Source: an optimization exercise on an open RTL-to-GDS flow (aim: small area, a short achievable clock period and few clock cycles per item). Production flows keep margins and buffers that such runs may drop.
Function was checked by simulation only, so behaviour that the tests miss may differ from the original.

==> flow/design.v (outline; a module is shown in full before it is edited, if it fits) <==
// module hinge_cmp: 163 lines
// module booth_mul: 902 lines
module hinge_cmp (
    input  wire        clk,
    input  wire        rst,
    input  wire        start,
    input  wire        clear,
    input  wire [23:0] clear_u,
    input  wire        form,
    input  wire        integ,
    input  wire [23:0] e_in,
    input  wire [23:0] b0,
    input  wire [23:0] b1,
    input  wire [23:0] b2,
    input  wire [23:0] b3,
    input  wire [23:0] a1,
    input  wire [23:0] a2,
    input  wire [23:0] a3,
    input  wire [5:0]  xb,
    input  wire [5:0]  xa,
    input  wire [5:0]  xe,
    input  wire [5:0]  xu,
    input  wire [23:0] u_min,
    input  wire [23:0] u_max,
    output wire        ready,
    output reg         done,
    output reg  [23:0] u_lim,
    output reg  [23:0] u_raw,
    output reg         sat,
    output reg         ovf,
    output reg         clamp
);
  // ...
==> flow/run.sh <==
#!/bin/bash
# synth_recipe.tcl (not shown) runs the flow's synth.tcl, then flattens the netlist and writes it again
# the make line also repeats each setting of config.mk as NAME=value (left out here)
make -C /OpenROAD-flow-scripts/flow DESIGN_CONFIG=/design/flow/config.mk WORK_HOME=/design/flow/orfs CLKGATE_MAP_FILE= SYNTH_SCRIPT=/design/flow/synth_recipe.tcl finish
==> flow/config.mk <==
export PLATFORM = sky130hd
export DESIGN_NAME = hinge_cmp
export DESIGN_NICKNAME = hinge_cmp
export VERILOG_FILES = /design/flow/design.v
export SDC_FILE = /design/flow/constraint.sdc
export NUM_CORES = 4
export LEC_CHECK = 0
export ABC_AREA = 1
export CAP_MARGIN = 20
export CORE_MARGIN = 2
export CORE_UTILIZATION = 55
export PLACE_DENSITY = 0.7
export SLEW_MARGIN = 20
==> flow/constraint.sdc <==
create_clock -name core_clock -period 17.0 [get_ports {clk}]
set_input_delay 3.4000 -clock core_clock [delete_from_list [all_inputs] [get_ports {clk}]]
set_output_delay 3.4000 -clock core_clock [all_outputs]
set_load 0.01 [all_outputs]
==> results.sh, run 1 <==
export IMPL_outcome="finished clean"
export IMPL_crit_path_max_incr_delay_ns=0.60
export IMPL_holdPathEnd="t_first$_DFF_P_"
export IMPL_r2r_start="ph[2]$_SDFF_PP0_"
export IMPL_synth_seq_cells=757
export IMPL_synth_cell_types=63
export IMPL_maxUsedRoutingLayer="met5"
export IMPL_finalSetupViolCount=0
export IMPL_final_cell_mix="nand2_1 (2227), inv_1 (913), nor2_1 (727)"
export IMPL_cts_sinks=757
export IMPL_dp_cells=9647
export IMPL_cap_viol_max_count=0
export IMPL_max_slew_margin_rel_pct=22.7
export IMPL_max_freq_mhz=152
export IMPL_postLayoutCellArea_sq_mm=0.0644
export IMPL_cts_hold_buffers=0
export IMPL_r2r_slack_ns=10.41
export IMPL_postRouteAntennaNets=0
export IMPL_wl_microns=216000
export IMPL_grtUsageMet1_pct=50.1
export IMPL_busiest_layer="met2"
export IMPL_numCtsBuffers=83
export IMPL_startpoint_type="flip-flop"
export IMPL_critPathRequiredTime_ns=17.54
export IMPL_syn_area_sq_mm=0.0573
export IMPL_crit_type="flip-flop to flip-flop"
export IMPL_largestRegisters="acc: 64 flops, term: 64 flops, ms: 48 flops"
export IMPL_clock_latency_ns=0.70
export IMPL_avgSynthCellArea_sq_um=6.94
export IMPL_period_minus_slack_ns=6.59
export IMPL_worst_slack_ns=10.41
Testbench counts, summed over its fixed seeds: cycles 139,812, samples 23,233.
==> inputs of run 2 (changes only) <==
--- a/flow/config.mk
+++ b/flow/config.mk
@@ -8,6 +8,6 @@
 export ABC_AREA = 1
 export CAP_MARGIN = 20
 export CORE_MARGIN = 2
-export CORE_UTILIZATION = 55
-export PLACE_DENSITY = 0.7
+export CORE_UTILIZATION = 40
+export PLACE_DENSITY = 0.6
 export SLEW_MARGIN = 20
==> run 2 against run 1 <==
  * First-iteration DRC count decreased by 5.5%
  * Sequential share of layout area down 0.35 points
  * Cell area up 1.4%
  * Synthesized area did not move
  * Hold slack improved by 0.067 ns
  * Critical path depth grew 4
==> results.sh, run 2 <==
export IMPL_final_cell_mix="nand2_1 (2227), inv_1 (913), nor2_1 (726)"
export IMPL_die_w_microns=383
export IMPL_routed_wl_met3_microns=19900
export IMPL_rows=138
export IMPL_avgSynthCellArea_sq_um=6.94
export IMPL_multi_input_area_sq_mm=0.0352
export IMPL_layout_commonest_cell="nand2_1"
export IMPL_synth_warnings=1
export IMPL_path_cells="nor3_2, inv_2, nor2_4, buf_4, inv_1, nand2_1, nand2_1, inv_1, o211ai_1, o21ai_0, inv_1, fa_1, inv_1, fa_1, inv_1, fa_1, inv_1, fa_1, inv_1, fa_1"
export IMPL_synth_compound_area_share_pct=15.7
export IMPL_clockBufferDepth=3
export IMPL_worst_slew_pin_slew_ns=1.13
export IMPL_first_pass_iters=8
export IMPL_outcome="finished clean"
export IMPL_vias=57600
export IMPL_hold_path_class="flip-flop to flip-flop"
export IMPL_critPathMostFrequentCell="inv_1"
export IMPL_nets=9101
export IMPL_place_gp_congestion=1.00
export IMPL_yosysTopAreaCellShare_pct=20.5
export IMPL_utilization_pct=46.0
export IMPL_synth_most_common_cell="nand2_1"
export IMPL_grt_pass1_vias=55700
export IMPL_postLayoutCellArea_sq_mm=0.0653
export IMPL_h_tree_depth=3
export IMPL_grt_use_total_pct=29.9
export IMPL_wl_met1_microns=93900
export IMPL_synth_main_ff_cell="dfxtp_1"
export IMPL_grt_max_degree=159
export IMPL_yosys_area_top_type="dfxtp_1"
export IMPL_hpwl_microns=168000
export IMPL_cts_root_buf="clkbuf_16"
export IMPL_io_pins=347
export IMPL_synth_common_cells="nand2_1 (2232), inv_1 (916), nor2_1 (731), dfxtp_1 (586), nand3_1 (537)"
export IMPL_crit_path_max_incr_delay_ns=0.83
export IMPL_postRouteAntennaNets=0
export IMPL_layout_drive_gt1_share_pct=4.00
export IMPL_path_buf_inv=9
export IMPL_ff_latch_area_sq_mm=0.0169
export IMPL_cap_viol_max_count=0
export IMPL_cts_hold_buffers=0
export IMPL_num_fill_cells=14600
export IMPL_crit_slowest_cell="inv_1"
export IMPL_synth_seq_cells=757
export IMPL_max_slew_margin_rel_pct=24.6
export IMPL_period_minus_slack_ns=6.64
export IMPL_finalHoldViolations=0
export IMPL_numCtsBuffers=84
export IMPL_synth_cell_types=63
export IMPL_coreArea_sq_mm=0.142
export IMPL_crit_family="buffers and inverters"
export IMPL_dp_cells=10200
export IMPL_cts_setup_buffers=0
export IMPL_critPathMaxFanout=44
export IMPL_drv_slew=0
export IMPL_startpoint_type="flip-flop"
export IMPL_tritoncts="done"
export IMPL_grt_overflow_total=0
export IMPL_wl_met2_microns=101000
export IMPL_critPathRequiredTime_ns=17.59
export IMPL_fin_crit_sh_pct=39.0
export IMPL_max_freq_mhz=151
export IMPL_syn_num_nets=9018
export IMPL_wl_microns=225000
export IMPL_port_buffers=346
export IMPL_wl_per_cell_microns=21.8
export IMPL_critPathArrivalTime_ns=7.23
export IMPL_remaining_drc_errors=0
export IMPL_synthMuxAreaShare_pct=0.0349
export IMPL_syn_area_sq_mm=0.0573
export IMPL_ys_top_cells_by_area="dfxtp_1 (20%), nand2_1 (15%), edfxtp_1 (9.0%)"
export IMPL_async_reset_ff_share_pct=0
export IMPL_yosys_area_share_simple_pct=26.0
export IMPL_setup_tns_ns=0
export IMPL_ys_seq_area_share_pct=29.4
export IMPL_rsz0062_at_grt="no"
export IMPL_fin_skew_ns=0.111
export IMPL_grt_pass1_wl_microns=338000
export IMPL_via_per_inst=5.58
export IMPL_drt_iter0_drc=6728
export IMPL_synth_xor_xnor_area_share_pct=6.33
export IMPL_synth_edf_count=171
export IMPL_cts_sinks=757
export IMPL_finalSetupViolCount=0
export IMPL_place_area_sq_mm=0.0622
export IMPL_clock_latency_ns=0.76
export IMPL_maxUsedRoutingLayer="met5"
export IMPL_largestRegisters="acc: 64 flops, term: 64 flops, ms: 48 flops"
export IMPL_postSynthCellCount=8264
export IMPL_die_area_sq_mm=0.146
export IMPL_areaGrowthSynthToFinish_pct=13.9
export IMPL_ctsResizeCount=0
export IMPL_start_util_pct=40.4
export IMPL_clk_transition_reported_paths_ns=0.07
export IMPL_synth_top_family_by_area="simple AND/OR/NAND/NOR gates"
export IMPL_synth_fa_ha_area_share_pct=13.1
export IMPL_crit_type="flip-flop to flip-flop"
export IMPL_antenna_found_initial=10
export IMPL_die_h_microns=383
export IMPL_critPathCaptureType="flip-flop"
export IMPL_final_cell_count_no_fill=10300
## run 2: cell count changes in the layout (fill, tap and decap cells not counted), moves of 4 or more
| cell | before | now |
|---|---|---|
| clkbuf_8 | 16 | 8 |
| clkinv_16 | 3 | 7 |
| bufinv_16 | 3 | 7 |
| clkbuf_16 | 85 | 91 |
| diode_2 | 13 | 1 |
| buf_4 | 108 | 99 |
## run 2: stage by stage
stage	hold WS, ns	setup WS [ns]
after floorplan	0.310	11.11
after global placement	0.385	10.48
after detailed placement	0.389	10.53
after CTS	0.399	10.47
after global routing	0.418	9.96
final	0.403	10.36
## run 2: worst paths after layout
check / from / endpoint / slack, ns / cells past startpoint
worst max-delay path: ph[2]$_SDFF_PP0_ / mc[29]$_DFF_P_ / 10.36 / 20
worst min-delay path: cq1[18]$_DFF_P_ / cq0[18]$_DFF_P_ / 0.40 / 2
worst max register to register: ph[2]$_SDFF_PP0_ / mc[29]$_DFF_P_ / 10.36 / 20
worst min register to register: cq1[18]$_DFF_P_ / cq0[18]$_DFF_P_ / 0.40 / 2
## run 2: final cells by class
cell class	instances	area share (%)
clock buffer	114	3.74
sequential	757	25.9
antenna	1	0.00383
tap	1890	3.62
timing repair buffer	448	6.54
inverter	943	5.44
clock inverter	42	0.912
multi-input combinational	6113	53.9
## run 2: worst reg2reg max path, stage by stage, from the launching register on
cell and delay, ns:
dfxtp_1 0.33, nor3_2 0.22, inv_2 0.08, nor2_4 0.07, buf_4 0.50, inv_1 0.54, nand2_1 0.20, nand2_1 0.50
inv_1 0.84, o211ai_1 0.32, o21ai_0 0.16, inv_1 0.14, fa_1 0.56, inv_1 0.06, fa_1 0.54, inv_1 0.05
fa_1 0.38, inv_1 0.08, fa_1 0.41, inv_1 0.09, fa_1 0.40
## run 2: metal layers
layer  up-vias  global-route usage [%]
li1      27200                       -
met1     27100                    39.0
met2      2744                    48.0
met3       550                    6.29
met4        12                    11.9
met5         -                       0
## run 2: logic make-up (layout without fill, tap and decap cells)
| logic type | Yosys count | in the layout |
|---|---|---|
| AOI/OAI and AO/OA | 1559 | 1559 |
| xor gates and xnor gates | 414 | 414 |
| adders and majority gates | 463 | 463 |
| buffers and inverters | 1394 | 1547 |
| DFF | 757 | 757 |
| muxes | 2 | 2 |
| other | 0 | 1 |
| and+or+nand+nor | 3675 | 3675 |
==> module hinge_cmp, before the edit <==
module hinge_cmp (
    input  wire        clk,
    input  wire        rst,
    input  wire        start,
    input  wire        clear,
    input  wire [23:0] clear_u,
    input  wire        form,
    input  wire        integ,
    input  wire [23:0] e_in,
    input  wire [23:0] b0,
    input  wire [23:0] b1,
    input  wire [23:0] b2,
    input  wire [23:0] b3,
    input  wire [23:0] a1,
    input  wire [23:0] a2,
    input  wire [23:0] a3,
    input  wire [5:0]  xb,
    input  wire [5:0]  xa,
    input  wire [5:0]  xe,
    input  wire [5:0]  xu,
    input  wire [23:0] u_min,
    input  wire [23:0] u_max,
    output wire        ready,
    output reg         done,
    output reg  [23:0] u_lim,
    output reg  [23:0] u_raw,
    output reg         sat,
    output reg         ovf,
    output reg         clamp
);
    localparam signed [63:0] ACC_MAX = 64'sh7FFF_FFFF_FFFF_FFFF;
    localparam signed [63:0] ACC_MIN = 64'sh8000_0000_0000_0000;
    reg  [6:0] ph;
    reg        form_q;
    reg        ready_q;
    wire       acc_s = ready_q & start;
    wire       acc_c = ready_q & clear;
    wire last_ph = form_q ? ph[6] : ph[5];
    wire [6:0] ph_next = acc_s ? 7'b0000001 :
                         {ph[5] & form_q, ph[4], ph[3] | (ph[2] & ~form_q), ph[2] & form_q,
                          ph[1], ph[0], 1'b0};
    assign ready = ready_q;
    reg [23:0] cq0, cq1, cq2, cq3, cq4, cq5, cq6;
    reg [5:0]  xb_q, xa_q, xe_q, xu_q;
    reg [23:0] umin_q, umax_q, umin_r, umax_r;
    reg        integ_q, integ_r;
    reg [23:0] eh0, eh1, eh2, eh3;
    reg [23:0] u1, u2, u3;
    wire is_b = ph[0] | ph[1] | ph[2] | ph[3];
    wire [23:0] dsel = is_b  ? eh0 :
                       ph[4] ? u1 :
                       ph[5] ? u2 : u3;
    wire [47:0] ms_w, mc_w;
    booth_mul mul (.x(dsel), .y(cq0), .s(ms_w), .c(mc_w));
    wire signed [8:0] sh_b = $signed({{3{xb_q[5]}}, xb_q}) + $signed({{3{xe_q[5]}}, xe_q})
                           - $signed({{3{xu_q[5]}}, xu_q}) - 9'sd7;
    wire signed [8:0] sh_a = $signed({{3{xa_q[5]}}, xa_q}) - 9'sd7;
    wire signed [8:0] sh   = is_b ? sh_b : sh_a;
    wire        shd_w = sh[8];
    wire [6:0]  sha_w = sh[8] ? ((sh < -9'sd47) ? 7'd47 : 7'd0 - sh[6:0])
                              : ((sh > 9'sd64) ? 7'd64 : sh[6:0]);
    reg [47:0] ms, mc;
    reg        shd;
    reg [6:0]  sha;
    reg        m_first;
    wire [47:0] prod = ms + mc;
    wire        psg  = prod[47];
    wire [63:0] lsh  = {{16{psg}}, prod} << sha;
    reg  [47:0] hm;
    integer i;
    always @(*) begin
        for (i = 0; i < 48; i = i + 1)
            hm[i] = (i + sha >= 63);
    end
    wire fit_l = (sha == 7'd64) ? (prod == 48'd0) : ~|((prod ^ {48{psg}}) & hm);
    wire [47:0] rsh  = $signed(prod) >>> sha[5:0];
    wire [63:0] term_w = shd ? {{16{rsh[47]}}, rsh} :
                         fit_l ? lsh : (psg ? ACC_MIN : ACC_MAX);
    wire tsat_w = ~shd & ~fit_l;
    reg  [63:0] term;
    reg         tsat, t_first;
    reg  [63:0] acc;
    reg         sat_a;
    wire [63:0] acc_in = t_first ? 64'd0 : acc;
    wire [64:0] sum = {acc_in[63], acc_in} + {term[63], term};
    wire sum_ovf = sum[64] ^ sum[63];
    wire [63:0] acc_nx = sum_ovf ? (sum[64] ? ACC_MIN : ACC_MAX) : sum[63:0];
    reg         m_last, t_last, a_last;
    wire [48:0] rnd = {acc[63], acc[63:16]} + {48'd0, acc[15]};
    wire rnd_hi = ~rnd[48] & (rnd[47:23] != 25'd0);
    wire rnd_lo =  rnd[48] & ((rnd[47:23] != {25{1'b1}}) | (rnd[22:0] == 23'd0));
    wire [23:0] raw = rnd_hi ? 24'h7FFFFF : rnd_lo ? 24'h800001 : rnd[23:0];
    wire lim_lo = $signed(raw) < $signed(umin_r);
    wire lim_hi = $signed(raw) > $signed(umax_r);
    wire [23:0] lim = lim_lo ? umin_r : lim_hi ? umax_r : raw;
    wire sat_all = sat_a | rnd_hi | rnd_lo;
    wire push = integ_r & ~sat_all & ~(lim_lo | lim_hi);
    reg  kill;    
    always @(posedge clk) begin
        if (ready_q) begin
            cq0 <= b0; cq1 <= b1; cq2 <= b2;
            cq3 <= form ? b3 : a1;
            cq4 <= form ? a1 : a2;
            cq5 <= a2; cq6 <= a3;
            xb_q <= xb; xa_q <= xa; xe_q <= xe; xu_q <= xu;
            umin_q <= u_min; umax_q <= u_max; integ_q <= integ;
            form_q <= form;
        end else begin
            cq0 <= cq1; cq1 <= cq2; cq2 <= cq3; cq3 <= cq4; cq4 <= cq5; cq5 <= cq6;
        end
        if (last_ph) begin
            umin_r <= umin_q; umax_r <= umax_q; integ_r <= integ_q;
        end
        ms <= ms_w; mc <= mc_w;
        shd <= shd_w; sha <= sha_w;
        m_first <= ph[0];
        term    <= term_w;
        tsat    <= tsat_w;
        t_first <= m_first;
        acc   <= acc_nx;
        sat_a <= (t_first ? 1'b0 : sat_a) | tsat | sum_ovf;
        u_raw <= raw;
        u_lim <= lim;
        sat   <= sat_all;
        ovf   <= rnd_hi | rnd_lo;
        clamp <= lim_lo | lim_hi;
        if (rst) begin
            ph <= 7'd0;
            ready_q <= 1'b1;
            m_last <= 1'b0;
            t_last <= 1'b0;
            a_last <= 1'b0;
            done <= 1'b0;
            kill <= 1'b0;
            eh1 <= 24'd0; eh2 <= 24'd0; eh3 <= 24'd0;
            u1 <= 24'd0; u2 <= 24'd0; u3 <= 24'd0;
        end else begin
            ph <= ph_next;
            ready_q <= acc_s ? 1'b0 : (ready_q | (form_q ? ph[5] : ph[4]));
            m_last <= last_ph;
            t_last <= m_last;
            a_last <= t_last;
            done <= a_last;
            if (ready_q) begin
                eh0 <= e_in;
            end
            if (acc_c) begin
                eh1 <= 24'd0; eh2 <= 24'd0; eh3 <= 24'd0;
            end else if (ph[0] | ph[1] | ph[2]) begin
                eh0 <= eh1; eh1 <= eh2; eh2 <= eh3; eh3 <= eh0;
            end
            if (acc_c) begin
                u1 <= clear_u; u2 <= clear_u; u3 <= clear_u;
            end else if (a_last & ~kill) begin
                u1 <= push ? raw : u1; u2 <= u1; u3 <= u2;
            end
            if (acc_c)
                kill <= (|ph) | m_last | t_last;
            else if (a_last)
                kill <= 1'b0;
        end
    end
endmodule
==> inputs of run 3 (changes only) <==
--- a/flow/design.v
+++ b/flow/design.v
@@ -41,6 +41,7 @@
                           ph[1], ph[0], 1'b0};
     assign ready = ready_q;
     reg [23:0] cq0, cq1, cq2, cq3, cq4, cq5, cq6;
+    wire cq_dbl = ph[2] & ~form_q;
     reg [5:0]  xb_q, xa_q, xe_q, xu_q;
     reg [23:0] umin_q, umax_q, umin_r, umax_r;
     reg        integ_q, integ_r;
@@ -52,37 +53,43 @@
                        ph[5] ? u2 : u3;
     wire [47:0] ms_w, mc_w;
     booth_mul mul (.x(dsel), .y(cq0), .s(ms_w), .c(mc_w));
-    wire signed [8:0] sh_b = $signed({{3{xb_q[5]}}, xb_q}) + $signed({{3{xe_q[5]}}, xe_q})
-                           - $signed({{3{xu_q[5]}}, xu_q}) - 9'sd7;
-    wire signed [8:0] sh_a = $signed({{3{xa_q[5]}}, xa_q}) - 9'sd7;
-    wire signed [8:0] sh   = is_b ? sh_b : sh_a;
-    wire        shd_w = sh[8];
-    wire [6:0]  sha_w = sh[8] ? ((sh < -9'sd47) ? 7'd47 : 7'd0 - sh[6:0])
-                              : ((sh > 9'sd64) ? 7'd64 : sh[6:0]);
+    wire signed [8:0] tb = $signed({{3{xb_q[5]}}, xb_q}) + $signed({{3{xe_q[5]}}, xe_q})
+                         - $signed({{3{xu_q[5]}}, xu_q}) + 9'sd40;
+    wire signed [8:0] ta = $signed({{3{xa_q[5]}}, xa_q}) + 9'sd40;
+    wire signed [8:0] tr = is_b ? tb : ta;
+    wire [6:0] t_w = tr[8] ? 7'd0 : (tr > 9'sd111) ? 7'd111 : tr[6:0];
     reg [47:0] ms, mc;
-    reg        shd;
-    reg [6:0]  sha;
+    reg [6:0]  tsh;
     reg        m_first;
-    wire [47:0] prod = ms + mc;
+    wire [47:0] prod;
+    wire        prod_co;
+    add_bk48 cpa (.a(ms), .b(mc), .ci(1'b0), .s(prod), .co(prod_co));
     wire        psg  = prod[47];
-    wire [63:0] lsh  = {{16{psg}}, prod} << sha;
+    wire [111:0] x0 = {{64{psg}}, prod};
+    wire [111:0] x1 = tsh[0] ? {x0[110:0], 1'b0}  : x0;
+    wire [111:0] x2 = tsh[1] ? {x1[109:0], 2'b0}  : x1;
+    wire [111:0] x3 = tsh[2] ? {x2[107:0], 4'b0}  : x2;
+    wire [111:0] x4 = tsh[3] ? {x3[103:0], 8'b0}  : x3;
+    wire [111:0] x5 = tsh[4] ? {x4[95:0], 16'b0}  : x4;
+    wire [111:0] x6 = tsh[5] ? {x5[79:0], 32'b0}  : x5;
+    wire [111:0] x7 = tsh[6] ? {x6[47:0], 64'b0}  : x6;
     reg  [47:0] hm;
     integer i;
     always @(*) begin
         for (i = 0; i < 48; i = i + 1)
-            hm[i] = (i + sha >= 63);
+            hm[i] = (i + tsh >= 110);
     end
-    wire fit_l = (sha == 7'd64) ? (prod == 48'd0) : ~|((prod ^ {48{psg}}) & hm);
-    wire [47:0] rsh  = $signed(prod) >>> sha[5:0];
-    wire [63:0] term_w = shd ? {{16{rsh[47]}}, rsh} :
-                         fit_l ? lsh : (psg ? ACC_MIN : ACC_MAX);
-    wire tsat_w = ~shd & ~fit_l;
+    wire fit = (tsh == 7'd111) ? (prod == 48'd0) : ~|((prod ^ {48{psg}}) & hm);
+    wire [63:0] term_w = fit ? x7[110:47] : (psg ? ACC_MIN : ACC_MAX);
+    wire tsat_w = ~fit;
     reg  [63:0] term;
     reg         tsat, t_first;
     reg  [63:0] acc;
     reg         sat_a;
     wire [63:0] acc_in = t_first ? 64'd0 : acc;
-    wire [64:0] sum = {acc_in[63], acc_in} + {term[63], term};
+    wire [64:0] sum;
+    wire        sum_co;
+    add_bk65 acc_add (.a({acc_in[63], acc_in}), .b({term[63], term}), .ci(1'b0), .s(sum), .co(sum_co));
     wire sum_ovf = sum[64] ^ sum[63];
     wire [63:0] acc_nx = sum_ovf ? (sum[64] ? ACC_MIN : ACC_MAX) : sum[63:0];
     reg         m_last, t_last, a_last;
@@ -99,20 +106,20 @@
     always @(posedge clk) begin
         if (ready_q) begin
             cq0 <= b0; cq1 <= b1; cq2 <= b2;
-            cq3 <= form ? b3 : a1;
-            cq4 <= form ? a1 : a2;
-            cq5 <= a2; cq6 <= a3;
+            cq3 <= b3; cq4 <= a1; cq5 <= a2; cq6 <= a3;
             xb_q <= xb; xa_q <= xa; xe_q <= xe; xu_q <= xu;
             umin_q <= u_min; umax_q <= u_max; integ_q <= integ;
             form_q <= form;
         end else begin
-            cq0 <= cq1; cq1 <= cq2; cq2 <= cq3; cq3 <= cq4; cq4 <= cq5; cq5 <= cq6;
+            cq0 <= cq_dbl ? cq2 : cq1;
+            cq1 <= cq_dbl ? cq3 : cq2;
+            cq2 <= cq3; cq3 <= cq4; cq4 <= cq5; cq5 <= cq6;
         end
         if (last_ph) begin
             umin_r <= umin_q; umax_r <= umax_q; integ_r <= integ_q;
         end
         ms <= ms_w; mc <= mc_w;
-        shd <= shd_w; sha <= sha_w;
+        tsh <= t_w;
         m_first <= ph[0];
         term    <= term_w;
         tsat    <= tsat_w;
@@ -1063,3 +1070,324 @@
   assign s = {hc274, fc273, fc272, fc271, fc270, fc269, fc268, fc267, fc266, fc265, fc264, fc263, fc262, fc261, fc260, fc259, fc258, fc257, fc256, fc255, fc254, fc253, fc252, fc251, fc250, fc249, fc248, fc247, fc246, fc245, fc244, fc243, fc242, fc241, fc240, fc239, fc238, fc237, fc236, fc235, fc234, fc233, fc232, hc231, hc230, hs230, pp0_1, pp0_0};
   assign c = {~pp11_25, hs274, fs273, fs272, fs271, fs270, fs269, fs268, fs267, fs266, fs265, fs264, fs263, fs262, fs261, fs260, fs259, fs258, fs257, fs256, fs255, fs254, fs253, fs252, fs251, fs250, fs249, fs248, fs247, fs246, fs245, fs244, fs243, fs242, fs241, fs240, fs239, fs238, fs237, fs236, fs235, fs234, fs233, fs232, hs231, neg1, 1'b0, neg0};
 endmodule
+module add_bk48(input [47:0] a, input [47:0] b, input ci, output [47:0] s, output co);
+  wire [47:0] g0 = a & b;
+  wire [47:0] p0 = a ^ b;
+  wire gc0 = g0[0] | (p0[0] & ci);
+  wire gn1 = g0[1] | (p0[1] & gc0);
+  wire gn2 = g0[3] | (p0[3] & g0[2]);
+  wire pn2 = p0[3] & p0[2];
+  wire gn3 = g0[5] | (p0[5] & g0[4]);
+  wire pn3 = p0[5] & p0[4];
+  wire gn4 = g0[7] | (p0[7] & g0[6]);
+  wire pn4 = p0[7] & p0[6];
+  wire gn5 = g0[9] | (p0[9] & g0[8]);
+  wire pn5 = p0[9] & p0[8];
+  wire gn6 = g0[11] | (p0[11] & g0[10]);
+  wire pn6 = p0[11] & p0[10];
+  wire gn7 = g0[13] | (p0[13] & g0[12]);
+  wire pn7 = p0[13] & p0[12];
+  wire gn8 = g0[15] | (p0[15] & g0[14]);
+  wire pn8 = p0[15] & p0[14];
+  wire gn9 = g0[17] | (p0[17] & g0[16]);
+  wire pn9 = p0[17] & p0[16];
+  wire gn10 = g0[19] | (p0[19] & g0[18]);
+  wire pn10 = p0[19] & p0[18];
+  wire gn11 = g0[21] | (p0[21] & g0[20]);
+  wire pn11 = p0[21] & p0[20];
+  wire gn12 = g0[23] | (p0[23] & g0[22]);
+  wire pn12 = p0[23] & p0[22];
+  wire gn13 = g0[25] | (p0[25] & g0[24]);
+  wire pn13 = p0[25] & p0[24];
+  wire gn14 = g0[27] | (p0[27] & g0[26]);
+  wire pn14 = p0[27] & p0[26];
+  wire gn15 = g0[29] | (p0[29] & g0[28]);
+  wire pn15 = p0[29] & p0[28];
+  wire gn16 = g0[31] | (p0[31] & g0[30]);
+  wire pn16 = p0[31] & p0[30];
+  wire gn17 = g0[33] | (p0[33] & g0[32]);
+  wire pn17 = p0[33] & p0[32];
+  wire gn18 = g0[35] | (p0[35] & g0[34]);
+  wire pn18 = p0[35] & p0[34];
+  wire gn19 = g0[37] | (p0[37] & g0[36]);
+  wire pn19 = p0[37] & p0[36];
+  wire gn20 = g0[39] | (p0[39] & g0[38]);
+  wire pn20 = p0[39] & p0[38];
+  wire gn21 = g0[41] | (p0[41] & g0[40]);
+  wire pn21 = p0[41] & p0[40];
+  wire gn22 = g0[43] | (p0[43] & g0[42]);
+  wire pn22 = p0[43] & p0[42];
+  wire gn23 = g0[45] | (p0[45] & g0[44]);
+  wire pn23 = p0[45] & p0[44];
+  wire gn24 = g0[47] | (p0[47] & g0[46]);
+  wire pn24 = p0[47] & p0[46];
+  wire gn25 = gn2 | (pn2 & gn1);
+  wire gn26 = gn4 | (pn4 & gn3);
+  wire pn26 = pn4 & pn3;
+  wire gn27 = gn6 | (pn6 & gn5);
+  wire pn27 = pn6 & pn5;
+  wire gn28 = gn8 | (pn8 & gn7);
+  wire pn28 = pn8 & pn7;
+  wire gn29 = gn10 | (pn10 & gn9);
+  wire pn29 = pn10 & pn9;
+  wire gn30 = gn12 | (pn12 & gn11);
+  wire pn30 = pn12 & pn11;
+  wire gn31 = gn14 | (pn14 & gn13);
+  wire pn31 = pn14 & pn13;
+  wire gn32 = gn16 | (pn16 & gn15);
+  wire pn32 = pn16 & pn15;
+  wire gn33 = gn18 | (pn18 & gn17);
+  wire pn33 = pn18 & pn17;
+  wire gn34 = gn20 | (pn20 & gn19);
+  wire pn34 = pn20 & pn19;
+  wire gn35 = gn22 | (pn22 & gn21);
+  wire pn35 = pn22 & pn21;
+  wire gn36 = gn24 | (pn24 & gn23);
+  wire pn36 = pn24 & pn23;
+  wire gn37 = gn26 | (pn26 & gn25);
+  wire gn38 = gn28 | (pn28 & gn27);
+  wire pn38 = pn28 & pn27;
+  wire gn39 = gn30 | (pn30 & gn29);
+  wire pn39 = pn30 & pn29;
+  wire gn40 = gn32 | (pn32 & gn31);
+  wire pn40 = pn32 & pn31;
+  wire gn41 = gn34 | (pn34 & gn33);
+  wire pn41 = pn34 & pn33;
+  wire gn42 = gn36 | (pn36 & gn35);
+  wire pn42 = pn36 & pn35;
+  wire gn43 = gn38 | (pn38 & gn37);
+  wire gn44 = gn40 | (pn40 & gn39);
+  wire pn44 = pn40 & pn39;
+  wire gn45 = gn42 | (pn42 & gn41);
+  wire pn45 = pn42 & pn41;
+  wire gn46 = gn44 | (pn44 & gn43);
+  wire gn47 = gn45 | (pn45 & gn46);
+  wire gn48 = gn39 | (pn39 & gn43);
+  wire gn49 = gn41 | (pn41 & gn46);
+  wire gn50 = gn27 | (pn27 & gn37);
+  wire gn51 = gn29 | (pn29 & gn43);
+  wire gn52 = gn31 | (pn31 & gn48);
+  wire gn53 = gn33 | (pn33 & gn46);
+  wire gn54 = gn35 | (pn35 & gn49);
+  wire gn55 = gn3 | (pn3 & gn25);
+  wire gn56 = gn5 | (pn5 & gn37);
+  wire gn57 = gn7 | (pn7 & gn50);
+  wire gn58 = gn9 | (pn9 & gn43);
+  wire gn59 = gn11 | (pn11 & gn51);
+  wire gn60 = gn13 | (pn13 & gn48);
+  wire gn61 = gn15 | (pn15 & gn52);
+  wire gn62 = gn17 | (pn17 & gn46);
+  wire gn63 = gn19 | (pn19 & gn53);
+  wire gn64 = gn21 | (pn21 & gn49);
+  wire gn65 = gn23 | (pn23 & gn54);
+  wire gn66 = g0[2] | (p0[2] & gn1);
+  wire gn67 = g0[4] | (p0[4] & gn25);
+  wire gn68 = g0[6] | (p0[6] & gn55);
+  wire gn69 = g0[8] | (p0[8] & gn37);
+  wire gn70 = g0[10] | (p0[10] & gn56);
+  wire gn71 = g0[12] | (p0[12] & gn50);
+  wire gn72 = g0[14] | (p0[14] & gn57);
+  wire gn73 = g0[16] | (p0[16] & gn43);
+  wire gn74 = g0[18] | (p0[18] & gn58);
+  wire gn75 = g0[20] | (p0[20] & gn51);
+  wire gn76 = g0[22] | (p0[22] & gn59);
+  wire gn77 = g0[24] | (p0[24] & gn48);
+  wire gn78 = g0[26] | (p0[26] & gn60);
+  wire gn79 = g0[28] | (p0[28] & gn52);
+  wire gn80 = g0[30] | (p0[30] & gn61);
+  wire gn81 = g0[32] | (p0[32] & gn46);
+  wire gn82 = g0[34] | (p0[34] & gn62);
+  wire gn83 = g0[36] | (p0[36] & gn53);
+  wire gn84 = g0[38] | (p0[38] & gn63);
+  wire gn85 = g0[40] | (p0[40] & gn49);
+  wire gn86 = g0[42] | (p0[42] & gn64);
+  wire gn87 = g0[44] | (p0[44] & gn54);
+  wire gn88 = g0[46] | (p0[46] & gn65);
+  assign s = {p0[47] ^ gn88, p0[46] ^ gn65, p0[45] ^ gn87, p0[44] ^ gn54, p0[43] ^ gn86, p0[42] ^ gn64, p0[41] ^ gn85, p0[40] ^ gn49, p0[39] ^ gn84, p0[38] ^ gn63, p0[37] ^ gn83, p0[36] ^ gn53, p0[35] ^ gn82, p0[34] ^ gn62, p0[33] ^ gn81, p0[32] ^ gn46, p0[31] ^ gn80, p0[30] ^ gn61, p0[29] ^ gn79, p0[28] ^ gn52, p0[27] ^ gn78, p0[26] ^ gn60, p0[25] ^ gn77, p0[24] ^ gn48, p0[23] ^ gn76, p0[22] ^ gn59, p0[21] ^ gn75, p0[20] ^ gn51, p0[19] ^ gn74, p0[18] ^ gn58, p0[17] ^ gn73, p0[16] ^ gn43, p0[15] ^ gn72, p0[14] ^ gn57, p0[13] ^ gn71, p0[12] ^ gn50, p0[11] ^ gn70, p0[10] ^ gn56, p0[9] ^ gn69, p0[8] ^ gn37, p0[7] ^ gn68, p0[6] ^ gn55, p0[5] ^ gn67, p0[4] ^ gn25, p0[3] ^ gn66, p0[2] ^ gn1, p0[1] ^ gc0, p0[0] ^ ci};
+  assign co = gn47;
+endmodule
+module add_bk65(input [64:0] a, input [64:0] b, input ci, output [64:0] s, output co);
+  wire [64:0] g0 = a & b;
+  wire [64:0] p0 = a ^ b;
+  wire gc0 = g0[0] | (p0[0] & ci);
+  wire gn1 = g0[1] | (p0[1] & gc0);
+  wire gn2 = g0[3] | (p0[3] & g0[2]);
+  wire pn2 = p0[3] & p0[2];
+  wire gn3 = g0[5] | (p0[5] & g0[4]);
+  wire pn3 = p0[5] & p0[4];
+  wire gn4 = g0[7] | (p0[7] & g0[6]);
+  wire pn4 = p0[7] & p0[6];
+  wire gn5 = g0[9] | (p0[9] & g0[8]);
+  wire pn5 = p0[9] & p0[8];
+  wire gn6 = g0[11] | (p0[11] & g0[10]);
+  wire pn6 = p0[11] & p0[10];
+  wire gn7 = g0[13] | (p0[13] & g0[12]);
+  wire pn7 = p0[13] & p0[12];
+  wire gn8 = g0[15] | (p0[15] & g0[14]);
+  wire pn8 = p0[15] & p0[14];
+  wire gn9 = g0[17] | (p0[17] & g0[16]);
+  wire pn9 = p0[17] & p0[16];
+  wire gn10 = g0[19] | (p0[19] & g0[18]);
+  wire pn10 = p0[19] & p0[18];
+  wire gn11 = g0[21] | (p0[21] & g0[20]);
+  wire pn11 = p0[21] & p0[20];
+  wire gn12 = g0[23] | (p0[23] & g0[22]);
+  wire pn12 = p0[23] & p0[22];
+  wire gn13 = g0[25] | (p0[25] & g0[24]);
+  wire pn13 = p0[25] & p0[24];
+  wire gn14 = g0[27] | (p0[27] & g0[26]);
+  wire pn14 = p0[27] & p0[26];
+  wire gn15 = g0[29] | (p0[29] & g0[28]);
+  wire pn15 = p0[29] & p0[28];
+  wire gn16 = g0[31] | (p0[31] & g0[30]);
+  wire pn16 = p0[31] & p0[30];
+  wire gn17 = g0[33] | (p0[33] & g0[32]);
+  wire pn17 = p0[33] & p0[32];
+  wire gn18 = g0[35] | (p0[35] & g0[34]);
+  wire pn18 = p0[35] & p0[34];
+  wire gn19 = g0[37] | (p0[37] & g0[36]);
+  wire pn19 = p0[37] & p0[36];
+  wire gn20 = g0[39] | (p0[39] & g0[38]);
+  wire pn20 = p0[39] & p0[38];
+  wire gn21 = g0[41] | (p0[41] & g0[40]);
+  wire pn21 = p0[41] & p0[40];
+  wire gn22 = g0[43] | (p0[43] & g0[42]);
+  wire pn22 = p0[43] & p0[42];
+  wire gn23 = g0[45] | (p0[45] & g0[44]);
+  wire pn23 = p0[45] & p0[44];
+  wire gn24 = g0[47] | (p0[47] & g0[46]);
+  wire pn24 = p0[47] & p0[46];
+  wire gn25 = g0[49] | (p0[49] & g0[48]);
+  wire pn25 = p0[49] & p0[48];
+  wire gn26 = g0[51] | (p0[51] & g0[50]);
+  wire pn26 = p0[51] & p0[50];
+  wire gn27 = g0[53] | (p0[53] & g0[52]);
+  wire pn27 = p0[53] & p0[52];
+  wire gn28 = g0[55] | (p0[55] & g0[54]);
+  wire pn28 = p0[55] & p0[54];
+  wire gn29 = g0[57] | (p0[57] & g0[56]);
+  wire pn29 = p0[57] & p0[56];
+  wire gn30 = g0[59] | (p0[59] & g0[58]);
+  wire pn30 = p0[59] & p0[58];
+  wire gn31 = g0[61] | (p0[61] & g0[60]);
+  wire pn31 = p0[61] & p0[60];
+  wire gn32 = g0[63] | (p0[63] & g0[62]);
+  wire pn32 = p0[63] & p0[62];
+  wire gn33 = gn2 | (pn2 & gn1);
+  wire gn34 = gn4 | (pn4 & gn3);
+  wire pn34 = pn4 & pn3;
+  wire gn35 = gn6 | (pn6 & gn5);
+  wire pn35 = pn6 & pn5;
+  wire gn36 = gn8 | (pn8 & gn7);
+  wire pn36 = pn8 & pn7;
+  wire gn37 = gn10 | (pn10 & gn9);
+  wire pn37 = pn10 & pn9;
+  wire gn38 = gn12 | (pn12 & gn11);
+  wire pn38 = pn12 & pn11;
+  wire gn39 = gn14 | (pn14 & gn13);
+  wire pn39 = pn14 & pn13;
+  wire gn40 = gn16 | (pn16 & gn15);
+  wire pn40 = pn16 & pn15;
+  wire gn41 = gn18 | (pn18 & gn17);
+  wire pn41 = pn18 & pn17;
+  wire gn42 = gn20 | (pn20 & gn19);
+  wire pn42 = pn20 & pn19;
+  wire gn43 = gn22 | (pn22 & gn21);
+  wire pn43 = pn22 & pn21;
+  wire gn44 = gn24 | (pn24 & gn23);
+  wire pn44 = pn24 & pn23;
+  wire gn45 = gn26 | (pn26 & gn25);
+  wire pn45 = pn26 & pn25;
+  wire gn46 = gn28 | (pn28 & gn27);
+  wire pn46 = pn28 & pn27;
+  wire gn47 = gn30 | (pn30 & gn29);
+  wire pn47 = pn30 & pn29;
+  wire gn48 = gn32 | (pn32 & gn31);
+  wire pn48 = pn32 & pn31;
+  wire gn49 = gn34 | (pn34 & gn33);
+  wire gn50 = gn36 | (pn36 & gn35);
+  wire pn50 = pn36 & pn35;
+  wire gn51 = gn38 | (pn38 & gn37);
+  wire pn51 = pn38 & pn37;
+  wire gn52 = gn40 | (pn40 & gn39);
+  wire pn52 = pn40 & pn39;
+  wire gn53 = gn42 | (pn42 & gn41);
+  wire pn53 = pn42 & pn41;
+  wire gn54 = gn44 | (pn44 & gn43);
+  wire pn54 = pn44 & pn43;
+  wire gn55 = gn46 | (pn46 & gn45);
+  wire pn55 = pn46 & pn45;
+  wire gn56 = gn48 | (pn48 & gn47);
+  wire pn56 = pn48 & pn47;
+  wire gn57 = gn50 | (pn50 & gn49);
+  wire gn58 = gn52 | (pn52 & gn51);
+  wire pn58 = pn52 & pn51;
+  wire gn59 = gn54 | (pn54 & gn53);
+  wire pn59 = pn54 & pn53;
+  wire gn60 = gn56 | (pn56 & gn55);
+  wire pn60 = pn56 & pn55;
+  wire gn61 = gn58 | (pn58 & gn57);
+  wire gn62 = gn60 | (pn60 & gn59);
+  wire pn62 = pn60 & pn59;
+  wire gn63 = gn62 | (pn62 & gn61);
+  wire gn64 = gn59 | (pn59 & gn61);
+  wire gn65 = gn51 | (pn51 & gn57);
+  wire gn66 = gn53 | (pn53 & gn61);
+  wire gn67 = gn55 | (pn55 & gn64);
+  wire gn68 = gn35 | (pn35 & gn49);
+  wire gn69 = gn37 | (pn37 & gn57);
+  wire gn70 = gn39 | (pn39 & gn65);
+  wire gn71 = gn41 | (pn41 & gn61);
+  wire gn72 = gn43 | (pn43 & gn66);
+  wire gn73 = gn45 | (pn45 & gn64);
+  wire gn74 = gn47 | (pn47 & gn67);
+  wire gn75 = gn3 | (pn3 & gn33);
+  wire gn76 = gn5 | (pn5 & gn49);
+  wire gn77 = gn7 | (pn7 & gn68);
+  wire gn78 = gn9 | (pn9 & gn57);
+  wire gn79 = gn11 | (pn11 & gn69);
+  wire gn80 = gn13 | (pn13 & gn65);
+  wire gn81 = gn15 | (pn15 & gn70);
+  wire gn82 = gn17 | (pn17 & gn61);
+  wire gn83 = gn19 | (pn19 & gn71);
+  wire gn84 = gn21 | (pn21 & gn66);
+  wire gn85 = gn23 | (pn23 & gn72);
+  wire gn86 = gn25 | (pn25 & gn64);
+  wire gn87 = gn27 | (pn27 & gn73);
+  wire gn88 = gn29 | (pn29 & gn67);
+  wire gn89 = gn31 | (pn31 & gn74);
+  wire gn90 = g0[2] | (p0[2] & gn1);
+  wire gn91 = g0[4] | (p0[4] & gn33);
+  wire gn92 = g0[6] | (p0[6] & gn75);
+  wire gn93 = g0[8] | (p0[8] & gn49);
+  wire gn94 = g0[10] | (p0[10] & gn76);
+  wire gn95 = g0[12] | (p0[12] & gn68);
+  wire gn96 = g0[14] | (p0[14] & gn77);
+  wire gn97 = g0[16] | (p0[16] & gn57);
+  wire gn98 = g0[18] | (p0[18] & gn78);
+  wire gn99 = g0[20] | (p0[20] & gn69);
+  wire gn100 = g0[22] | (p0[22] & gn79);
+  wire gn101 = g0[24] | (p0[24] & gn65);
+  wire gn102 = g0[26] | (p0[26] & gn80);
+  wire gn103 = g0[28] | (p0[28] & gn70);
+  wire gn104 = g0[30] | (p0[30] & gn81);
+  wire gn105 = g0[32] | (p0[32] & gn61);
+  wire gn106 = g0[34] | (p0[34] & gn82);
+  wire gn107 = g0[36] | (p0[36] & gn71);
+  wire gn108 = g0[38] | (p0[38] & gn83);
+  wire gn109 = g0[40] | (p0[40] & gn66);
+  wire gn110 = g0[42] | (p0[42] & gn84);
+  wire gn111 = g0[44] | (p0[44] & gn72);
+  wire gn112 = g0[46] | (p0[46] & gn85);
+  wire gn113 = g0[48] | (p0[48] & gn64);
+  wire gn114 = g0[50] | (p0[50] & gn86);
+  wire gn115 = g0[52] | (p0[52] & gn73);
+  wire gn116 = g0[54] | (p0[54] & gn87);
+  wire gn117 = g0[56] | (p0[56] & gn67);
+  wire gn118 = g0[58] | (p0[58] & gn88);
+  wire gn119 = g0[60] | (p0[60] & gn74);
+  wire gn120 = g0[62] | (p0[62] & gn89);
+  wire gn121 = g0[64] | (p0[64] & gn63);
+  assign s = {p0[64] ^ gn63, p0[63] ^ gn120, p0[62] ^ gn89, p0[61] ^ gn119, p0[60] ^ gn74, p0[59] ^ gn118, p0[58] ^ gn88, p0[57] ^ gn117, p0[56] ^ gn67, p0[55] ^ gn116, p0[54] ^ gn87, p0[53] ^ gn115, p0[52] ^ gn73, p0[51] ^ gn114, p0[50] ^ gn86, p0[49] ^ gn113, p0[48] ^ gn64, p0[47] ^ gn112, p0[46] ^ gn85, p0[45] ^ gn111, p0[44] ^ gn72, p0[43] ^ gn110, p0[42] ^ gn84, p0[41] ^ gn109, p0[40] ^ gn66, p0[39] ^ gn108, p0[38] ^ gn83, p0[37] ^ gn107, p0[36] ^ gn71, p0[35] ^ gn106, p0[34] ^ gn82, p0[33] ^ gn105, p0[32] ^ gn61, p0[31] ^ gn104, p0[30] ^ gn81, p0[29] ^ gn103, p0[28] ^ gn70, p0[27] ^ gn102, p0[26] ^ gn80, p0[25] ^ gn101, p0[24] ^ gn65, p0[23] ^ gn100, p0[22] ^ gn79, p0[21] ^ gn99, p0[20] ^ gn69, p0[19] ^ gn98, p0[18] ^ gn78, p0[17] ^ gn97, p0[16] ^ gn57, p0[15] ^ gn96, p0[14] ^ gn77, p0[13] ^ gn95, p0[12] ^ gn68, p0[11] ^ gn94, p0[10] ^ gn76, p0[9] ^ gn93, p0[8] ^ gn49, p0[7] ^ gn92, p0[6] ^ gn75, p0[5] ^ gn91, p0[4] ^ gn33, p0[3] ^ gn90, p0[2] ^ gn1, p0[1] ^ gc0, p0[0] ^ ci};
+  assign co = gn121;
+endmodule
==> flow/flow/run.sh (new file) <==
#!/bin/bash
# The standard layout (the standard.sh, standard synthesis included), with
# repair_timing asked to keep a setup margin so the layout runs faster than
# the 17 ns constraint. Each step's full log is under orfs/logs; make's own
# output goes to flow_make.log.
set -uo pipefail
MARGIN=${MARGIN:-11}
bash standard.sh SETUP_SLACK_MARGIN=$MARGIN finish > flow_make.log 2>&1
==> flow/standard.sh (new file) <==
#!/bin/bash
# synth_recipe.tcl (not shown) runs the flow's synth.tcl, then flattens the netlist and writes it again
# the make line also repeats each setting of config.mk as NAME=value (left out here)
make -C /OpenROAD-flow-scripts/flow DESIGN_CONFIG=/design/flow/config.mk WORK_HOME=/design/flow/orfs CLKGATE_MAP_FILE= SYNTH_SCRIPT=/design/flow/synth_recipe.tcl "${@:-finish}"
removed: flow/run.sh
==> run 3 against run 2 <==
  * Still clean on timing, DRC and antenna
  * Synthesized area down 8.9%
  * Routed wire length down 22%
  * Cell area down 7.3%
  * Sequential cell count down 1
  * Maximum frequency up 14%
==> results.sh, run 3 <==
export IMPL_outcome="finished clean"
export IMPL_grt_overflow_total=0
export IMPL_coreArea_sq_mm=0.129
export IMPL_avgSynthCellArea_sq_um=7.60
export IMPL_async_reset_ff_share_pct=0
export IMPL_critPathMaxFanout=75
export IMPL_place_gp_congestion=0.945
export IMPL_remaining_drc_errors=0
export IMPL_grt_pass1_vias=45200
export IMPL_clk_transition_reported_paths_ns=0.06
export IMPL_finalSetupViolCount=0
export IMPL_period_minus_slack_ns=5.84
export IMPL_syn_num_nets=7693
export IMPL_vias=47300
export IMPL_ys_seq_area_share_pct=32.3
export IMPL_layout_commonest_cell="nand2_1"
export IMPL_port_buffers=346
export IMPL_crit_type="flip-flop to flip-flop"
export IMPL_startpoint="ph[2]$_SDFF_PP0_"
export IMPL_r2r_start="ph[2]$_SDFF_PP0_"
export IMPL_min_path_cells=0
export IMPL_numCtsBuffers=84
export IMPL_drt_iter0_drc=4708
export IMPL_setup_tns_ns=0
export IMPL_io_pins=347
export IMPL_synth_warnings=1
export IMPL_yosysTopAreaCellShare_pct=22.4
export IMPL_hp_start="ph[0]$_SDFF_PP0_"
export IMPL_rsz0062_at_grt="no"
export IMPL_postSynthCellCount=6872
export IMPL_synth_common_cells="nand2_1 (1787), inv_1 (745), dfxtp_1 (585), nor2_1 (551), o21ai_0 (491)"
export IMPL_syn_area_sq_mm=0.0522
export IMPL_worst_slew_pin_slew_ns=1.22
export IMPL_die_area_sq_mm=0.133
export IMPL_max_slew_margin_rel_pct=17.4
export IMPL_postRouteAntennaNets=0
export IMPL_clockBufferDepth=3
export IMPL_antenna_found_initial=12
export IMPL_die_w_microns=365
export IMPL_critPathRequiredTime_ns=17.56
export IMPL_synth_cell_types=58
export IMPL_grt_use_total_pct=25.7
export IMPL_grt_pass1_wl_microns=267000
export IMPL_wl_per_cell_microns=20.0
export IMPL_layout_drive_gt1_share_pct=5.69
export IMPL_cts_root_buf="clkbuf_16"
export IMPL_startpoint_type="flip-flop"
export IMPL_hold_path_class="flip-flop to flip-flop"
export IMPL_first_pass_iters=8
export IMPL_fin_crit_sh_pct=34.4
export IMPL_rows=132
export IMPL_utilization_pct=46.8
export IMPL_r2r_cells=16
export IMPL_start_util_pct=40.3
export IMPL_synth_seq_cells=756
export IMPL_synth_edf_count=171
export IMPL_hpwl_microns=126000
export IMPL_largestRegisters="acc: 64 flops, term: 64 flops, ms: 48 flops"
export IMPL_yosys_area_top_type="dfxtp_1"
export IMPL_synth_main_ff_cell="dfxtp_1"
export IMPL_critPathArrivalTime_ns=6.41
export IMPL_fin_skew_ns=0.0513
export IMPL_synth_most_common_cell="nand2_1"
export IMPL_max_freq_mhz=171
export IMPL_tritoncts="done"
export IMPL_die_h_microns=365
export IMPL_ys_top_cells_by_area="dfxtp_1 (22%), nand2_1 (13%), fa_1 (11%)"
export IMPL_areaGrowthSynthToFinish_pct=16.0
export IMPL_cts_sinks=756
export IMPL_h_tree_depth=3
export IMPL_nets=7822
export IMPL_drv_slew=0
export IMPL_wl_microns=176000
export IMPL_final_cell_mix="nand2_1 (1776), inv_1 (743), dfxtp_1 (576)"
export IMPL_cap_viol_max_count=0
export IMPL_critPathCaptureType="flip-flop"
export IMPL_grt_max_degree=114
export IMPL_via_per_inst=5.36
export IMPL_finalHoldViolations=0
export IMPL_clock_latency_ns=0.73
## run 3: what timing repair did
item                       CTS  global route
setup endpoints to repair  146           193
buffers inserted             1             3
cloned                       5             3
hold buffers                 0             0
pin swaps                    2             6
resized for setup           46            43
## run 3: final cells by class
cell class                      count  area [sq um]
Fill cell                       12900         68900
Multi-Input combinational cell   4938         31200
Sequential cell                   756         16900
Timing Repair Buffer              451          4440
Inverter                          770          2920
Clock buffer                      110          2400
Tap cell                         1742          2180
Clock inverter                     45           572
Antenna cell                        4          10.0
## run 3: final timing paths
kind / slack (ns) / endpoint
hold / removal: 0.40 / m_first$_DFF_P_
setup / recovery: 11.16 / mc[24]$_DFF_P_
hold reg to reg: 0.40 / m_first$_DFF_P_
setup reg to reg: 11.16 / mc[24]$_DFF_P_
## run 3: metal layers
| layer | track usage (%) | vias up | share of wire, % |
|---|---|---|---|
| met4 | 10.0 | 12 | 4.1 |
| li1 | - | 22600 | - |
| met5 | 0 | - | 0.049 |
| met2 | 41.5 | 2014 | 45 |
| met1 | 33.7 | 22200 | 42 |
| met3 | 5.21 | 441 | 8.2 |
## run 3: critical path, cell delays in order (launching register included)
cell and delay [ns]:
dfxtp_1 0.32, nor3_2 0.22, inv_2 0.05, buf_6 0.24, nor2_4 0.30, buf_8 0.43, o311ai_0 0.43, o21ai_2 0.17
buf_4 0.40, o22ai_1 0.15, xor2_1 0.19, fa_1 0.55, fa_1 0.51, fa_1 0.40, fa_1 0.64, inv_1 0.10
fa_1 0.46
## run 3: kinds of logic after synthesis
kind of cell               after synthesis  synth area share, %
xor gates and xnor gates               410                 6.88
AOI/OAI and AO/OA                     1384                 15.4
muxes                                   10                0.192
and+or+nand+nor                       2603                 19.8
DFF                                    756                 32.3
adders and majority gates              528                 16.7
buffers and inverters                 1181                 8.73
## run 3: through the flow
step                      setup slack [ns]  area [sq um]  cells  hold slack [ns]
after floorplan                      11.11         52200   6872            0.310
after global placement                9.05         57100   8644            0.381
after detailed placement              8.87         57100   8644            0.389
after CTS                            11.00         60300   8805            0.396
after global routing                 10.98         60500   8815            0.407
final                                11.16         60500   8816            0.404
Testbench counts of run 3, summed over its fixed seeds: cycles 139,812, samples 23,233.
==> inputs of run 4 (changes only) <==
==> flow/run.sh (new file) <==
#!/bin/bash
# synth_recipe.tcl (not shown) runs the flow's synth.tcl, then flattens the netlist and writes it again
# the make line also repeats each setting of config.mk as NAME=value (left out here)
make -C /OpenROAD-flow-scripts/flow DESIGN_CONFIG=/design/flow/config.mk WORK_HOME=/design/flow/orfs CLKGATE_MAP_FILE= SYNTH_SCRIPT=/design/flow/synth_recipe.tcl finish
removed: flow/flow/run.sh
removed: flow/standard.sh
==> run 4 against run 3 <==
  * Via count fell by 0.42%
  * Still clean
  * Sequential share of layout area is 0.23 points higher
  * Core utilization down 0.39 points
  * Cell area fell by 0.82%
  * Maximum frequency shrank 28%
  * First-iteration DRC count decreased by 2.7%
  * Die area unchanged
==> results.sh, run 4 <==
export IMPL_yosys_area_top_type="dfxtp_1"
export IMPL_areaGrowthSynthToFinish_pct=15.0
export IMPL_nets=7810
export IMPL_finalHoldViolations=0
export IMPL_critPathMostFrequentCell="o21ai_0"
export IMPL_die_area_sq_mm=0.133
export IMPL_critPathRequiredTime_ns=17.58
export IMPL_clk_transition_reported_paths_ns=0.06
export IMPL_crit_slowest_cell="nand2_1"
export IMPL_crit_path_max_incr_delay_ns=0.74
export IMPL_grt_use_total_pct=25.5
export IMPL_antenna_found_initial=12
export IMPL_rsz0062_at_grt="no"
export IMPL_synthMuxAreaShare_pct=0.192
export IMPL_die_w_microns=365
export IMPL_wl_microns=174000
export IMPL_coreArea_sq_mm=0.129
export IMPL_worst_slew_pin_slew_ns=1.38
export IMPL_avgSynthCellArea_sq_um=7.60
export IMPL_postLayoutCellArea_sq_mm=0.0601
export IMPL_synth_compound_area_share_pct=15.4
export IMPL_postRouteAntennaNets=0
export IMPL_synth_warnings=1
export IMPL_layout_commonest_cell="nand2_1"
export IMPL_synth_main_ff_cell="dfxtp_1"
export IMPL_h_tree_depth=3
export IMPL_cts_sinks=756
export IMPL_rows=132
export IMPL_synth_seq_cells=756
export IMPL_max_freq_mhz=123
export IMPL_via_per_inst=5.35
export IMPL_worst_slack_ns=8.89
export IMPL_fin_crit_sh_pct=47.7
export IMPL_critPathMaxFanout=52
export IMPL_grt_overflow_total=0
export IMPL_layout_drive_gt1_share_pct=5.16
export IMPL_cts_setup_buffers=0
export IMPL_wl_per_cell_microns=19.8
export IMPL_grt_pass1_vias=45000
export IMPL_clockBufferDepth=3
export IMPL_clock_latency_ns=0.73
export IMPL_start_util_pct=40.3
export IMPL_whs_ns=0.398
export IMPL_synth_xor_xnor_area_share_pct=6.88
export IMPL_fin_skew_ns=0.0482
export IMPL_cts_hold_buffers=0
export IMPL_startpoint_type="flip-flop"
export IMPL_pre_cts_slack_ns=8.87
export IMPL_critPathCaptureType="flip-flop"
export IMPL_io_pins=347
export IMPL_first_pass_iters=7
export IMPL_max_slew_margin_rel_pct=6.75
export IMPL_grt_pass1_wl_microns=265000
export IMPL_synth_common_cells="nand2_1 (1787), inv_1 (745), dfxtp_1 (585), nor2_1 (551), o21ai_0 (491)"
export IMPL_period_minus_slack_ns=8.11
export IMPL_final_cell_count_no_fill=8803
export IMPL_cts_root_buf="clkbuf_16"
export IMPL_syn_num_nets=7693
export IMPL_cap_viol_max_count=0
export IMPL_synth_edf_count=171
export IMPL_async_reset_ff_share_pct=0
export IMPL_place_gp_congestion=0.945
export IMPL_utilization_pct=46.4
export IMPL_yosys_area_share_simple_pct=19.8
export IMPL_yosysTopAreaCellShare_pct=22.4
export IMPL_place_area_sq_mm=0.0571
export IMPL_drt_iter0_drc=4580
export IMPL_synth_top_family_by_area="simple AND/OR/NAND/NOR gates"
export IMPL_final_cell_mix="nand2_1 (1781), inv_1 (743), dfxtp_1 (576)"
export IMPL_grt_max_degree=114
export IMPL_finalSetupViolCount=0
export IMPL_vias=47100
export IMPL_drv_slew=0
export IMPL_outcome="finished clean"
export IMPL_remaining_drc_errors=0
export IMPL_hold_path_class="flip-flop to flip-flop"
export IMPL_crit_type="flip-flop to flip-flop"
export IMPL_postSynthCellCount=6872
export IMPL_ys_top_cells_by_area="dfxtp_1 (22%), nand2_1 (13%), fa_1 (11%)"
export IMPL_hpwl_microns=126000
export IMPL_synth_most_common_cell="nand2_1"
export IMPL_port_buffers=346
export IMPL_setup_tns_ns=0
export IMPL_tritoncts="done"
export IMPL_ys_seq_area_share_pct=32.3
export IMPL_synth_cell_types=58
export IMPL_syn_area_sq_mm=0.0522
export IMPL_numCtsBuffers=84
export IMPL_synth_fa_ha_area_share_pct=16.7
export IMPL_largestRegisters="acc: 64 flops, term: 64 flops, ms: 48 flops"
export IMPL_ctsResizeCount=0
export IMPL_critPathArrivalTime_ns=8.69
export IMPL_dp_cells=8644
export IMPL_die_h_microns=365
[run 4: cell counts after synthesis]
No cell type changed its count.
[run 4: cell families after synthesis]
| logic type | count (synthesis) |
|---|---|
| adders and majority gates | 528 |
| DFF | 756 |
| muxes | 10 |
| buffers and inverters | 1181 |
| xor gates and xnor gates | 410 |
| and+or+nand+nor | 2603 |
| AOI/OAI and AO/OA | 1384 |
[run 4: worst max-delay path, delay by kind of cell (launching register included)]
kind,cells,cell delay [ns]
buf+inv,3,1.33
fa+ha+maj,3,0.69
flops,1,0.31
compound gates,15,3.58
simple gates,9,1.98
[run 4: final timing paths]
path / from / end / slack (ns) / cells past startpoint
worst min-delay path: ph[0]$_SDFF_PP0_ / m_first$_DFF_P_ / 0.40 / 0
worst max-delay path: mc[0]$_DFF_P_ / term[6]$_DFF_P_ / 8.89 / 30
worst max register to register: mc[0]$_DFF_P_ / term[6]$_DFF_P_ / 8.89 / 30
worst min register to register: ph[0]$_SDFF_PP0_ / m_first$_DFF_P_ / 0.40 / 0
[run 4: cell type report]
cell class,instances,area (sq um)
clock buffers,110,2400
flip-flops and latches,756,16900
multi-input cells,4935,30900
clock inverters,45,572
fillers,13000,69400
well taps,1742,2180
inverters,770,2900
repair buffers,442,4180
diodes,3,7.51
[run 4: per-layer routing]
layer  GRT usage, %  vias to the layer above  part of all wire [%]
li1               -                    22600                     -
met1           33.6                    22100                    43
met2           41.3                     2015                    45
met3           5.18                      389                   8.1
met4           9.13                       16                   3.6
met5              0                        -                 0.066

[afterwards: timing with drivers on the ports]
Ports are ideal in the flow. The routed layouts listed here were re-timed in OpenROAD.
Step 1: set_driving_cell puts a clkbuf_16 on clk and a buf_2 on each other input, an assumption about the parent block.
Step 2, shift: input delay + t, output delay - t, t = (earliest + latest rising clock arrival at the registers) / 2. This alone moves slack from input paths to output paths.
a / b / c = ideal / step 1 / step 2; a / b = the first two.
| run | t, ns | slack for setup (ns) | worst setup path after step 2 | pins driven straight from the clock port |
|---|---|---|---|---|
| run 1 | 0.742 | 10.410 / 10.410 / 10.410 | register to register | 1 |
| run 2 | 0.789 | 10.362 / 10.362 / 10.362 | register to register | 1 |
| run 3 | 0.777 | 11.155 / 11.155 / 11.052 | input to register | 1 |
| run 4 | 0.776 | 8.894 / 8.894 / 8.894 | register to register | 1 |
After both steps every run listed still meets setup and hold. For run 3, which loses most, drivers alone change the setup slack by 0.000 ns; drivers and shift together by -0.103 ns.
